This design comes from an exercise in tuning for small area, a short achievable clock period and few clock cycles per item on the open sky130 flow, not from production work. Only simulation tests tie the RTL to the original design; equivalence was not proved.

Design aes_cmac256, start of the top module:
module aes_cmac256 (
  input  wire         clk,
  input  wire         rst,         
  output wire         in_ready,    
  input  wire         key_valid,
  input  wire [255:0] key,
  input  wire         blk_valid,
  input  wire [127:0] blk_data,
  input  wire         blk_last,
  input  wire [4:0]   blk_len,     
  output reg          tag_valid,
  output wire [127:0] tag
);
For scale: ~780 flip-flops, about 64000 sq um of cells after synthesis.
==> module aes_cmac256, before the edit <==
module aes_cmac256 (
  input  wire         clk,
  input  wire         rst,         
  output wire         in_ready,    
  input  wire         key_valid,
  input  wire [255:0] key,
  input  wire         blk_valid,
  input  wire [127:0] blk_data,
  input  wire         blk_last,
  input  wire [4:0]   blk_len,     
  output reg          tag_valid,
  output wire [127:0] tag
);
  reg [255:0] key_r;      
  reg [127:0] k1;         
  reg [127:0] st;         
  reg [255:0] kw;         
  reg [3:0]   rnd;        
  reg         busy;       
  reg         kstart;     
  reg         is_sub;     
  reg         is_last;    
  wire fin = busy && (rnd == 4'd14);
  wire can_blk = !kstart && (!busy || (fin && !is_last && !is_sub));
  wire can_key = !kstart && (!busy || is_last);
  assign in_ready = key_valid ? can_key : can_blk;
  wire hs_key = key_valid && in_ready;
  wire hs_blk = blk_valid && in_ready;
  assign tag = st;
  function automatic [127:0] dbl(input [127:0] x);
    dbl = {x[126:0], 1'b0} ^ (x[127] ? 128'h87 : 128'h0);
  endfunction
  function automatic [7:0] xtime(input [7:0] b);
    xtime = {b[6:0], 1'b0} ^ (b[7] ? 8'h1b : 8'h00);
  endfunction
  function automatic [31:0] mix_col(input [31:0] c);
    reg [7:0] a0, a1, a2, a3, s;
    begin
      a0 = c[31:24]; a1 = c[23:16]; a2 = c[15:8]; a3 = c[7:0];
      s = a0 ^ a1 ^ a2 ^ a3;
      mix_col[31:24] = a0 ^ s ^ xtime(a0 ^ a1);
      mix_col[23:16] = a1 ^ s ^ xtime(a1 ^ a2);
      mix_col[15:8]  = a2 ^ s ^ xtime(a2 ^ a3);
      mix_col[7:0]   = a3 ^ s ^ xtime(a3 ^ a0);
    end
  endfunction
  function automatic [127:0] pad_block(input [127:0] d, input [4:0] len);
    integer i;
    begin
      for (i = 0; i < 16; i = i + 1) begin
        if (i < len)
          pad_block[127-8*i -: 8] = d[127-8*i -: 8];
        else if (i == len)
          pad_block[127-8*i -: 8] = 8'h80;
        else
          pad_block[127-8*i -: 8] = 8'h00;
      end
    end
  endfunction
  wire [127:0] sb;
  genvar g;
  generate
    for (g = 0; g < 16; g = g + 1) begin : g_sbox
      aes_sbox u_sbox (.a(st[127-8*g -: 8]), .y(sb[127-8*g -: 8]));
    end
  endgenerate
  wire [127:0] sr;
  generate
    for (g = 0; g < 16; g = g + 1) begin : g_shift
      localparam integer R = g % 4;
      localparam integer C = g / 4;
      localparam integer SRC = R + 4 * ((C + R) % 4);
      assign sr[127-8*g -: 8] = sb[127-8*SRC -: 8];
    end
  endgenerate
  wire [127:0] mc = {mix_col(sr[127:96]), mix_col(sr[95:64]),
                     mix_col(sr[63:32]),  mix_col(sr[31:0])};
  wire [127:0] rk     = kw[127:0];
  wire [127:0] mid_out = mc ^ rk;    
  wire [127:0] fin_out = sr ^ rk;    
  wire [31:0] last_w = kw[31:0];
  wire        rot    = rnd[0];     
  wire [31:0] sub_in = rot ? {last_w[23:0], last_w[31:24]} : last_w;
  wire [31:0] sub_out;
  generate
    for (g = 0; g < 4; g = g + 1) begin : g_ksbox
      aes_sbox u_sbox (.a(sub_in[31-8*g -: 8]), .y(sub_out[31-8*g -: 8]));
    end
  endgenerate
  reg [7:0] rcon;
  always @(*) begin
    case (rnd)
      4'd1:  rcon = 8'h01;
      4'd3:  rcon = 8'h02;
      4'd5:  rcon = 8'h04;
      4'd7:  rcon = 8'h08;
      4'd9:  rcon = 8'h10;
      4'd11: rcon = 8'h20;
      4'd13: rcon = 8'h40;
      default: rcon = 8'h00;
    endcase
  end
  wire [31:0] t  = sub_out ^ {rcon, 24'h0};
  wire [31:0] n0 = kw[255:224] ^ t;
  wire [31:0] n1 = kw[223:192] ^ n0;
  wire [31:0] n2 = kw[191:160] ^ n1;
  wire [31:0] n3 = kw[159:128] ^ n2;
  wire         full_blk = (blk_len == 5'd16);
  wire         use_k1   = blk_last && full_blk;
  wire         use_k2   = blk_last && !full_blk;
  wire [127:0] p_blk    = blk_last ? pad_block(blk_data, blk_len) : blk_data;
  wire [127:0] k2       = dbl(k1);
  wire [127:0] mask_r   = (use_k1 ? k1 : 128'h0) ^ (use_k2 ? k2 : 128'h0);
  wire [127:0] in_base  = p_blk ^ key_r[255:128];
  wire         chain_ok = !is_sub && !is_last;
  wire [127:0] chain_v  = fin ? fin_out : (chain_ok ? st : 128'h0);
  wire [127:0] blk_in   = chain_v ^ mask_r ^ in_base;
  wire run = busy && !fin;    
  always @(posedge clk) begin
    tag_valid <= 1'b0;
    if (rst) begin
      busy    <= 1'b0;
      kstart  <= 1'b0;
      is_last <= 1'b1;
    end else begin
      if (hs_key)
        kstart <= 1'b1;
      else if (!busy)
        kstart <= 1'b0;
      busy      <= run || (kstart && !busy) || hs_blk;
      tag_valid <= fin && is_last && !is_sub;
      if (kstart && !busy) begin
        is_sub  <= 1'b1;
        is_last <= 1'b0;
      end else if (hs_blk) begin
        is_sub  <= 1'b0;
        is_last <= blk_last;
      end
    end
  end
  always @(posedge clk) begin
    if (hs_key)
      key_r <= key;
    if (fin && is_sub)
      k1 <= dbl(fin_out);
    if (run) begin
      kw  <= {kw[127:0], n0, n1, n2, n3};
      rnd <= rnd + 4'd1;
    end else begin
      kw  <= key_r;
      rnd <= 4'd1;
    end
    if (run)
      st <= mid_out;
    else if (hs_blk)
      st <= blk_in;
    else if (kstart && !busy)
      st <= key_r[255:128];           
    else if (fin)
      st <= fin_out;
  end
endmodule
==> flow/config.mk <==
export PLATFORM = sky130hd
export DESIGN_NAME = aes_cmac256
export DESIGN_NICKNAME = aes_cmac256
export VERILOG_FILES = /design/flow/design.v
export SDC_FILE = /design/flow/constraint.sdc
export NUM_CORES = 4
export LEC_CHECK = 0
export CAP_MARGIN = 20
export CORE_MARGIN = 2
export CORE_UTILIZATION = 55
export CTS_BUF_LIST = sky130_fd_sc_hd__clkbuf_8
export PLACE_DENSITY = 0.65
export SETUP_SLACK_MARGIN = 3
export SLEW_MARGIN = 20
==> flow/constraint.sdc <==
create_clock -name core_clock -period 9.0 [get_ports {clk}]
set_input_delay 1.8000 -clock core_clock [delete_from_list [all_inputs] [get_ports {clk}]]
set_output_delay 1.8000 -clock core_clock [all_outputs]
set_load 0.01 [all_outputs]
standard.sh (not shown) runs the stock make flow with config.mk's settings and CLKGATE_MAP_FILE= SYNTH_SCRIPT=/design/flow/synth_recipe.tcl, a recipe that flattens the netlist after the stock synthesis.
==> flow/flow/run.sh <==
#!/bin/bash
set -euo pipefail
W=$PWD
F=$W/flow
mkdir -p $W/mysynth

# ORFS's synth.tcl with only the ABC script swapped.
python3 - "$FLOW_HOME/scripts/synth.tcl" "$W/mysynth/synth.tcl" "$F/abc_map.script" <<'PY'
import sys
src, dst, script = sys.argv[1:]
s = open(src).read()
old = "  log_cmd abc {*}$abc_args\n"
assert s.count(old) == 1, "synth.tcl changed"
s = s.replace(old, "  set abc_args [lreplace $abc_args 1 1 %s]\n%s" % (script, old))
open(dst, "w").write(s)
PY
grep -q 'source $::env(SCRIPTS_DIR)/synth.tcl' synth_recipe.tcl
sed "s#source \$::env(SCRIPTS_DIR)/synth.tcl#source $W/mysynth/synth.tcl#" synth_recipe.tcl > $W/mysynth/synth_recipe.tcl

# standard.sh's make command, with that script, for the synth target only.
line=$(grep '^make ' standard.sh)
line=${line/SYNTH_SCRIPT=$W\/synth_recipe.tcl/SYNTH_SCRIPT=$W/mysynth/synth_recipe.tcl}
line=${line/\"\$\{@:-finish\}\"/synth}
grep -q "SYNTH_SCRIPT=$W/mysynth/synth_recipe.tcl" <<< "$line"
echo "$line" > $W/mysynth/make_synth.sh
bash $W/mysynth/make_synth.sh > $W/synth.log 2>&1

export BUFFER_PORTS_ARGS="-buffer_cell sky130_fd_sc_hd__buf_1"
bash standard.sh > $W/layout.log 2>&1
test -f out/final.def
==> flow/flow/abc_map.script <==
strash
&get -n
&fraig -x
&put
scorr
dc2
strash
&get -n
&dch -f
&nf
&put
buffer -c
topo
stime -c
upsize -c
dnsize -c
The starting point passed the timing, design-rule and antenna checks.
Testbench counts at the start, summed over its fixed seeds: cycles 10,116, blocks 637.
Edit:
--- a/flow/design.v
+++ b/flow/design.v
@@ -216,16 +216,27 @@
       localparam integer SRC = R + 4 * ((C + R) % 4);
       assign sr[127-8*g -: 8] = sb[127-8*SRC -: 8];
     end
   endgenerate
   wire [127:0] mc = {mix_col(sr[127:96]), mix_col(sr[95:64]),
                      mix_col(sr[63:32]),  mix_col(sr[31:0])};
-  wire [127:0] rk     = kw[127:0];
+  function automatic [127:0] pfx(input [127:0] g);
+    begin
+      pfx[127:96] = g[127:96];
+      pfx[95:64]  = g[127:96] ^ g[95:64];
+      pfx[63:32]  = g[127:96] ^ g[95:64] ^ g[63:32];
+      pfx[31:0]   = g[127:96] ^ g[95:64] ^ g[63:32] ^ g[31:0];
+    end
+  endfunction
+  function automatic [127:0] unpfx(input [127:0] p);
+    unpfx = {p[127:96], p[127:96] ^ p[95:64], p[95:64] ^ p[63:32], p[63:32] ^ p[31:0]};
+  endfunction
+  wire [127:0] rk      = unpfx(kw[127:0]);
   wire [127:0] mid_out = mc ^ rk;    
   wire [127:0] fin_out = sr ^ rk;    
-  wire [31:0] last_w = kw[31:0];
+  wire [31:0] last_w = rk[31:0];
   wire        rot    = rnd[0];     
   wire [31:0] sub_in = rot ? {last_w[23:0], last_w[31:24]} : last_w;
   wire [31:0] sub_out;
   generate
     for (g = 0; g < 4; g = g + 1) begin : g_ksbox
       aes_sbox u_sbox (.a(sub_in[31-8*g -: 8]), .y(sub_out[31-8*g -: 8]));
@@ -242,16 +253,19 @@
       4'd11: rcon = 8'h20;
       4'd13: rcon = 8'h40;
       default: rcon = 8'h00;
     endcase
   end
   wire [31:0] t  = sub_out ^ {rcon, 24'h0};
-  wire [31:0] n0 = kw[255:224] ^ t;
-  wire [31:0] n1 = kw[223:192] ^ n0;
-  wire [31:0] n2 = kw[191:160] ^ n1;
-  wire [31:0] n3 = kw[159:128] ^ n2;
+  wire [31:0] q0 = kw[255:224];
+  wire [31:0] q1 = kw[223:192];
+  wire [31:0] q2 = kw[191:160];
+  wire [31:0] q3 = kw[159:128];
+  wire [31:0] a01  = q0 ^ q1;
+  wire [31:0] a012 = a01 ^ q2;
+  wire [127:0] kp_next = {q0 ^ t, a01, a012 ^ t, a012 ^ q3};
   wire         full_blk = (blk_len == 5'd16);
   wire         use_k1   = blk_last && full_blk;
   wire         use_k2   = blk_last && !full_blk;
   wire [127:0] p_blk    = blk_last ? pad_block(blk_data, blk_len) : blk_data;
   wire [127:0] k2       = dbl(k1);
   wire [127:0] mask_r   = (use_k1 ? k1 : 128'h0) ^ (use_k2 ? k2 : 128'h0);
@@ -285,16 +299,16 @@
   always @(posedge clk) begin
     if (hs_key)
       key_r <= key;
     if (fin && is_sub)
       k1 <= dbl(fin_out);
     if (run) begin
-      kw  <= {kw[127:0], n0, n1, n2, n3};
+      kw  <= {kw[127:0], kp_next};
       rnd <= rnd + 4'd1;
     end else begin
-      kw  <= key_r;
+      kw  <= {pfx(key_r[255:128]), pfx(key_r[127:0])};
       rnd <= 4'd1;
     end
     if (run)
       st <= mid_out;
     else if (hs_blk)
       st <= blk_in;
Outcome: Final area climbs by 1.9%; sequential cell count is unchanged; final cell count came out higher by 3.4%; sequential share of layout area falls by 0.52 points; worst hold slack is better by 0.059 ns; die area rises by 4.7%; critical path depth went up by 2; setup slack loses 0.019 ns.
Testbench counts after the change, summed over its fixed seeds: cycles 10,116, blocks 637.

==> afterwards: timing with drivers on the ports <==
Ports are ideal in the flow. The routed layouts listed here were re-timed in OpenROAD.
Step 1 (the two cells are an assumption about what drives the block):
set clk [get_ports {clk}]
set_driving_cell -lib_cell sky130_fd_sc_hd__clkbuf_16 $clk
set_driving_cell -lib_cell sky130_fd_sc_hd__buf_2 [delete_from_list [all_inputs] $clk]
Step 2 moves the port delays by t, midway between the first and last clock arrival at a register: inputs arrive t later, outputs are due t later. That takes back most of the time a late clock gives input paths.
a / b / c = no drivers / after step 1 / after step 2; a / b = the first two.
run	shift t [ns]	setup WS [ns]	hold WS [ns]	slew at the worst register clock pin (ns)	cell pins on the clock port's net
the first run	0.976	3.002 / 3.002 / 2.758	0.436 / 0.436 / 0.436	0.07 / 0.07	1
the second run	0.949	2.983 / 2.983 / 2.943	0.495 / 0.495 / 0.495	0.08 / 0.08	1
After both steps setup and hold are still met in every run listed. The setup slack of the first run, which loses most, moves by 0.000 ns with the drivers and by -0.244 ns with both steps.
